What follows belongs to an exercise in optimizing a design on an open flow for small area; a production flow would make more cautious choices. Function was checked by simulation only, so behaviour that the tests miss may differ from the original.

Design loop_engine, start of the top module:
module loop_engine (
    input  wire        clk,
    input  wire        rst_n,
    input  wire        cfg_we,
    input  wire [5:0]  cfg_addr,
    input  wire [15:0] cfg_wdata,
    input  wire        start,
    input  wire [19:0] vref,
    input  wire [19:0] vctl,
    input  wire [15:0] vin_sample,
    input  wire [15:0] ff_pred,
    input  wire [3:0]  n_active,
    input  wire        mem_dom,
    output wire        done,
    output wire [15:0] u_q,
    output wire [14:0] ipk,
    output wire [11:0] duty,
    output wire        sat_hi,
    output wire        sat_lo
);
    reg [14:0] ki;
    reg [3:0]  ki_shift;
    reg [15:0] kd;
    reg [15:0] k_vin;
    reg [13:0] k_pred;
    reg [15:0] out_min;
    reg [15:0] out_max;
    reg [14:0] int_lim;
    reg [12:0] vin_nom_l;    
    reg        ffv_en;
    reg        ffp_en;
    wire       a_hi = cfg_we & (cfg_addr[5:3] == 3'b100);
    wire       a_41 = cfg_we & (cfg_addr == 6'd41);
    wire       a_40 = cfg_we & (cfg_addr == 6'd40);
    wire signed [15:0] wd_s = cfg_wdata;
    wire [15:0] cmp_x = cfg_addr[0] ? out_max : out_min;
    wire [16:0] cmp_w;
    le_add #(17) u_cw (.a({cfg_wdata[15], cfg_wdata}), .b(~{cmp_x[15], cmp_x}), .ci(cfg_addr[0]), .s(cmp_w), .co());
  ...
For scale: ~5,400 cells after synthesis, about 0.045 sq mm of cells after synthesis.
Settings: LEC_CHECK=0, ABC_AREA=1, CAP_MARGIN=20, CORE_MARGIN=2, CORE_UTILIZATION=70, CTS_BUF_LIST=sky130_fd_sc_hd__clkbuf_8, CTS_CLUSTER_DIAMETER=50, CTS_CLUSTER_SIZE=14, SLEW_MARGIN=20; clock period 50.0 ns.
standard.sh (not shown) runs the stock make flow with config.mk's settings and CLKGATE_MAP_FILE= SYNTH_SCRIPT=/design/flow/synth_recipe.tcl, a recipe that flattens the netlist after the stock synthesis.
==> flow/flow/run.sh <==
#!/bin/bash
# The standard layout (the standard.sh: standard synthesis, floorplan,
# placement, CTS, routing), with one change: the buffers that placement puts
# on every input and output port are the smallest buffer cell, buf_1,
# instead of the cell buffer_ports picks by default.
set -o pipefail
export BUFFER_PORTS_ARGS="-buffer_cell sky130_fd_sc_hd__buf_1"
bash standard.sh > standard.log 2>&1
Rerun with:
CORE_UTILIZATION = 40   (was 70)
CTS_CLUSTER_SIZE = 12   (was 14)
What happened: The changed run finished clean; final area goes up by 2.6%; clock-buffer cell count rises by 16; cell count goes up by 11%.
Rerun with:
CAP_MARGIN = 5   (was 20)
CORE_UTILIZATION = 60   (was 40)
CTS_CLUSTER_DIAMETER = 60   (was 50)
CTS_CLUSTER_SIZE = 16   (was 12)
SLEW_MARGIN = 5   (was 20)
Outcome:
- worst setup slack got worse by 0.16 ns
- sequential share of layout area increases by 0.93 points
- final area fell by 2.4%
- clock skew came out higher by 0.034 ns
- global-route usage is higher by 12 points
- via count shrinks by 0.44%
- synthesized area does not change

========
Starting RTL as in the previous note.
==> flow/design.v (excerpt) <==
module loop_engine (
    input  wire        clk,
    input  wire        rst_n,
    input  wire        cfg_we,
    input  wire [5:0]  cfg_addr,
    input  wire [15:0] cfg_wdata,
    input  wire        start,
    input  wire [19:0] vref,
    input  wire [19:0] vctl,
    input  wire [15:0] vin_sample,
    input  wire [15:0] ff_pred,
    input  wire [3:0]  n_active,
    input  wire        mem_dom,
    output wire        done,
    output wire [15:0] u_q,
    output wire [14:0] ipk,
    output wire [11:0] duty,
    output wire        sat_hi,
    output wire        sat_lo
);
    reg [14:0] ki;
    reg [3:0]  ki_shift;
    reg [15:0] kd;
    reg [15:0] k_vin;
    reg [13:0] k_pred;
    reg [15:0] out_min;
    reg [15:0] out_max;
    reg [14:0] int_lim;
    reg [12:0] vin_nom_l;    
    reg        ffv_en;
    reg        ffp_en;
    wire       a_hi = cfg_we & (cfg_addr[5:3] == 3'b100);
    wire       a_41 = cfg_we & (cfg_addr == 6'd41);
    wire       a_40 = cfg_we & (cfg_addr == 6'd40);
  ...
export LEC_CHECK = 0
export ABC_AREA = 1
export CAP_MARGIN = 20
export CORE_MARGIN = 2
export CORE_UTILIZATION = 75
export CTS_BUF_LIST = sky130_fd_sc_hd__clkbuf_8
export CTS_CLUSTER_DIAMETER = 60
export CTS_CLUSTER_SIZE = 16
export SLEW_MARGIN = 20
create_clock -name core_clock -period 50.0 [get_ports {clk}]
Scripts as last shown in full above: flow/flow/run.sh
The first run completed with no timing, DRC or antenna violations.
Then changed:
- CORE_UTILIZATION: 75 -> 60
- CTS_BUF_LIST: sky130_fd_sc_hd__clkbuf_8 -> sky130_fd_sc_hd__clkbuf_4
- CTS_CLUSTER_DIAMETER: 60 -> 45
- CTS_CLUSTER_SIZE: 16 -> 10
Effect:
- clock-buffer cell count grows by 62
- synthesized area is unchanged
- final area grows by 0.86%
- core utilization shrinks by 16 points
- setup slack is worse by 88 ps
Then changed:
- CTS_BUF_LIST: sky130_fd_sc_hd__clkbuf_4 -> sky130_fd_sc_hd__clkbuf_8
- CTS_CLUSTER_DIAMETER: 45 -> 60
- CTS_CLUSTER_SIZE: 10 -> 16
After rerunning:
- The new run went through all stages and came out clean
- sequential share of layout area barely changes
- core utilization rises by 0.13 points
- hold slack barely changes
- non-clock buffer count is lower by 1
- design area stays flat
- via count drops by 0.76%

static timing again, ports no longer ideal:
The flow's constraints put no driver on any port. The routed layouts listed below were extracted and timed again, unchanged, in two steps.
Step 1, drivers: a clkbuf_16 drives clk and a buf_2 each remaining input, both assumed.
Step 2 moves the port delays by t, midway between the first and last clock arrival at a register: inputs arrive t later, outputs are due t later. That takes back most of the time a late clock gives input paths.
Three values: ideal ports, drivers, drivers and shift; two values: the first two.
run | shift t [ns] | slack for setup (ns) | worst slew at a driven data input, ns | cell pins on the clock port's net
the first run of note 1 | 0.772 | 13.843 / 13.843 / 13.843 | 0.12 | 1
the second run of note 1 | 0.819 | 14.345 / 14.345 / 14.345 | 0.21 | 1
the third run of note 1 | 0.771 | 14.189 / 14.189 / 14.189 | 0.13 | 1
the first run of note 2 | 0.824 | 14.315 / 14.315 / 14.315 | 0.12 | 1
the second run of note 2 | 1.026 | 14.227 / 14.227 / 14.227 | 0.13 | 1
the third run of note 2 | 0.768 | 14.213 / 14.213 / 14.213 | 0.13 | 1
After both steps every run listed still meets setup and hold.
